What follows belongs to an exercise in optimizing a design on an open flow for small area, a short achievable clock period and few clock cycles; a production flow would make more cautious choices.
In this exercise RTL edits were held to simulation tests only and were not proved equivalent to the original.

rev 12:
// dec_unit
module dec_unit (
    input  wire         clk,
    input  wire         rst,         
    input  wire         in_valid,
    output wire         in_ready,
    input  wire [2:0]   op,          
    input  wire [2:0]   size,        
    input  wire [2:0]   dmode,       
    input  wire [4:0]   digits,      
    input  wire [127:0] a,           
    input  wire [127:0] m,           
    output reg          out_valid,
    output reg  [127:0] result,
    output reg  [127:0] breakage,
    output reg          flag_n,
    output reg          flag_z,
    output reg          flag_c,
    output reg          flag_v,
    output reg          dov,
    output reg          ddata
);
    localparam OP_DAD  = 3'd0, OP_DSB  = 3'd1, OP_DMUL = 3'd2, OP_DRND = 3'd3,
               OP_DCMP = 3'd4, OP_DVAL = 3'd5, OP_DCVB = 3'd6, OP_BCVD = 3'd7;
    function [3:0] m5;
        input [3:0] d;
        begin
            m5[3] = d[3] | (d[2] & (d[1] | d[0]));
            m5[2] = (d[2] & ~d[1] & ~d[0]) | (d[3] & d[0]);
            m5[1] = (d[1] & d[0]) | (d[1] & ~d[2]) | (d[3] & ~d[0]);
  ...
For scale: ~13000 cells after synthesis, roughly 550 flip-flops, roughly 82000 sq um of cells after synthesis.
Settings: LEC_CHECK=0, ABC_AREA=1, CAP_MARGIN=20, CORE_MARGIN=2, CORE_UTILIZATION=40, PLACE_DENSITY=0.6, SLEW_MARGIN=20; clock period 80.0 ns.
run.sh (not shown) runs the stock make flow with config.mk's settings and CLKGATE_MAP_FILE= SYNTH_SCRIPT=/design/flow/synth_recipe.tcl, a recipe that flattens the netlist after the stock synthesis.
Testbench counts of rev 12, summed over its fixed seeds: cycles 6,381.
Here is what was changed in the inputs of rev 13 compared with rev 12.
-- flow/design.v --
<<< rev 12, line 40
        reg [31:0] g, p;
        reg [32:0] c;
        reg        c1, c2, c3;
        reg [127:0] zz;
>>> rev 13, line 40
        reg [31:0] g, p;
        reg [32:0] c;
        reg [7:0]  bg, bp;
        reg        c1, c2, c3;
        reg [127:0] zz;
<<< rev 12, line 58
                zc[k] = z[0];
            end
            c[0] = cin;
            for (k = 0; k < 32; k = k + 1)
                c[k+1] = g[k] | (p[k] & c[k]);
            for (k = 0; k < 32; k = k + 1) begin
                h  = zz[4*k +: 4] + {3'd0, zc[k] & c[k]};
>>> rev 13, line 59
                zc[k] = z[0];
            end
            for (k = 0; k < 8; k = k + 1) begin
                bp[k] = &p[4*k +: 4];
                bg[k] = g[4*k+3] | (p[4*k+3] & (g[4*k+2] | (p[4*k+2] &
                        (g[4*k+1] | (p[4*k+1] & g[4*k])))));
            end
            c[0] = cin;
            for (k = 0; k < 8; k = k + 1)
                c[4*k+4] = bg[k] | (bp[k] & c[4*k]);
            for (k = 0; k < 32; k = k + 1)
                if (k % 4 != 3)
                    c[k+1] = g[k] | (p[k] & c[k]);
            for (k = 0; k < 32; k = k + 1) begin
                h  = zz[4*k +: 4] + {3'd0, zc[k] & c[k]};
<<< rev 12, line 131
    reg         is_dsb, is_mul, is_rnd, is_cmp, is_cvb, is_bcvd, addsub, ext;
    reg         n3, n7, n15, n31;    
    reg [2:0]   dm1;
    reg [4:0]   dg1;
>>> rev 13, line 140
    reg         is_dsb, is_mul, is_rnd, is_cmp, is_cvb, is_bcvd, addsub, ext;
    reg         n3, n7, n15, n31;    
    reg         zm3, zm7, zm15, zm31;    
    reg [2:0]   dm1;
    reg [4:0]   dg1;
<<< rev 12, line 153
    wire [123:0] A  = a1[127:4];
    wire [123:0] M  = m1[127:4];
    wire [123:0] mk = (first | ~is_mul) ? nmask : {124{1'b1}};
    wire [123:0] X  = A & mk;
    wire [123:0] Y  = M & mk;
>>> rev 13, line 163
    wire [123:0] A  = a1[127:4];
    wire [123:0] M  = m1[127:4];
    wire [30:0]  mkd = {{16{zm31}}, {8{zm15}}, {4{zm7}}, {2{zm3}}, 1'b1};
    reg  [123:0] mk;
    always @* begin
        for (ki = 0; ki < 31; ki = ki + 1)
            mk[4*ki +: 4] = {4{mkd[ki]}};
    end
    wire [123:0] X  = A & mk;
    wire [123:0] Y  = M & mk;
<<< rev 12, line 296
    wire [127:0] q1  = is_mul ? s2 :
                       (({128{addsub}} & {4'd0, subm ? nY : Y}) |
                        ({128{up}} & u_vec));
    wire         c1  = addsub & subm;
    wire [127:0] s1  = bcd_add(p1, q1, c1);
>>> rev 13, line 311
    wire [127:0] q1  = is_mul ? s2 :
                       (({128{addsub}} & {4'd0, subm ? nY : Y}) |
                        ({128{is_rnd}} & u_vec));
    wire         c1  = addsub & subm;
    wire [127:0] s1  = bcd_add(p1, q1, c1);
<<< rev 12, line 322
    wire         ge      = ({1'b0, X} >= {1'b0, Y});
    wire         use_s2  = addsub & subm & ~ge;
    wire [123:0] rmag    = (use_s2 ? s2[123:0] : s1[123:0]) & nmask;
    wire         rnz     = use_s2 | |(s1[123:0] & nmask);
    wire         r_over  = ~(addsub & subm) & |(s1 & ~{4'd0, nmask});
    wire         rneg    = is_mul ? (a_neg ^ m_neg) :
                           (addsub & subm & ~ge) ? (m_neg ^ is_dsb) : a_neg;
>>> rev 13, line 337
    wire         ge      = ({1'b0, X} >= {1'b0, Y});
    wire         use_s2  = addsub & subm & ~ge;
    wire         rnd_lo  = is_rnd & ~up;              
    wire [123:0] rmag    = (use_s2 ? s2[123:0] : rnd_lo ? p1[123:0] : s1[123:0]) & nmask;
    wire         nz_lo   = |(nz_a & ~dlow);
    wire         rnz     = use_s2 | (rnd_lo ? nz_lo : |(s1[123:0] & nmask));
    wire         r_over  = ~(addsub & subm) & ~rnd_lo & |(s1 & ~{4'd0, nmask});
    wire         rneg    = is_mul ? (a_neg ^ m_neg) :
                           (addsub & subm & ~ge) ? (m_neg ^ is_dsb) : a_neg;
<<< rev 12, line 377
            n15     <= in_n15;
            n31     <= in_n31;
            dm1 <= dmode;
            dg1 <= digits;
>>> rev 13, line 394
            n15     <= in_n15;
            n31     <= in_n31;
            zm3     <= in_n3;
            zm7     <= in_n7;
            zm15    <= in_n15;
            zm31    <= in_n31;
            dm1 <= dmode;
            dg1 <= digits;
<<< rev 12, line 384
        end else if (is_mul) begin
            a1[127:4] <= {X[119:0], 4'd0};
        end
        if (rdy)
>>> rev 13, line 405
        end else if (is_mul) begin
            a1[127:4] <= {X[119:0], 4'd0};
        end
        if (~rdy & is_mul) begin
            zm3  <= 1'b1;
            zm7  <= 1'b1;
            zm15 <= 1'b1;
            zm31 <= 1'b1;
        end
        if (rdy)
Notes after the runs:
Compared to rev 12, rev 13 has extra flip-flops. On final non-filler cell area, the lower figure sits with rev 12, not rev 13. Count of clock buffers in the final design (rev 13 vs. rev 12) increases by more than 10%. Compared with rev 12, rev 13 shows a higher post-route minimum period. | initial core utilization | rev 12 vs rev 13 | ≈ equal |. Diff rev 12 and rev 13: filler cell count in the final layout higher in rev 13. [rev 13] number of nets in the final layout rose 657 relative to rev 12.
Testbench counts of rev 13, summed over its fixed seeds: cycles 6,381.

## separate check: timing with driven ports
How much do the figures lean on ideal ports? The routed layouts below were timed once more, with nothing changed but the port constraints.
Step 1 assumes that a clkbuf_16 drives the clock port and a buf_2 every other input.
Step 2 also shifts input and output timing later by t, the mid clock arrival at the registers, as if the neighbouring blocks saw the same clock.
Slacks: ideal ports / drivers / drivers and shift; pairs: ideal ports / drivers.
| run | t (ns) | slack for setup (ns) | clock arrival spread, ns | slew at the worst register clock pin (ns) | cell pins on the clock port's net |
|---|---|---|---|---|---|
| rev 12 | 0.914 | 61.828 / 61.721 / 61.816 | 0.059 / 0.058 | 0.10 / 0.10 | 1 |
| rev 13 | 0.885 | 61.820 / 61.820 / 61.820 | 0.090 / 0.091 | 0.08 / 0.08 | 1 |
After both steps setup and hold are still met in every run listed. For rev 12, which loses most, drivers alone change the setup slack by -0.107 ns; drivers and shift together by -0.012 ns.
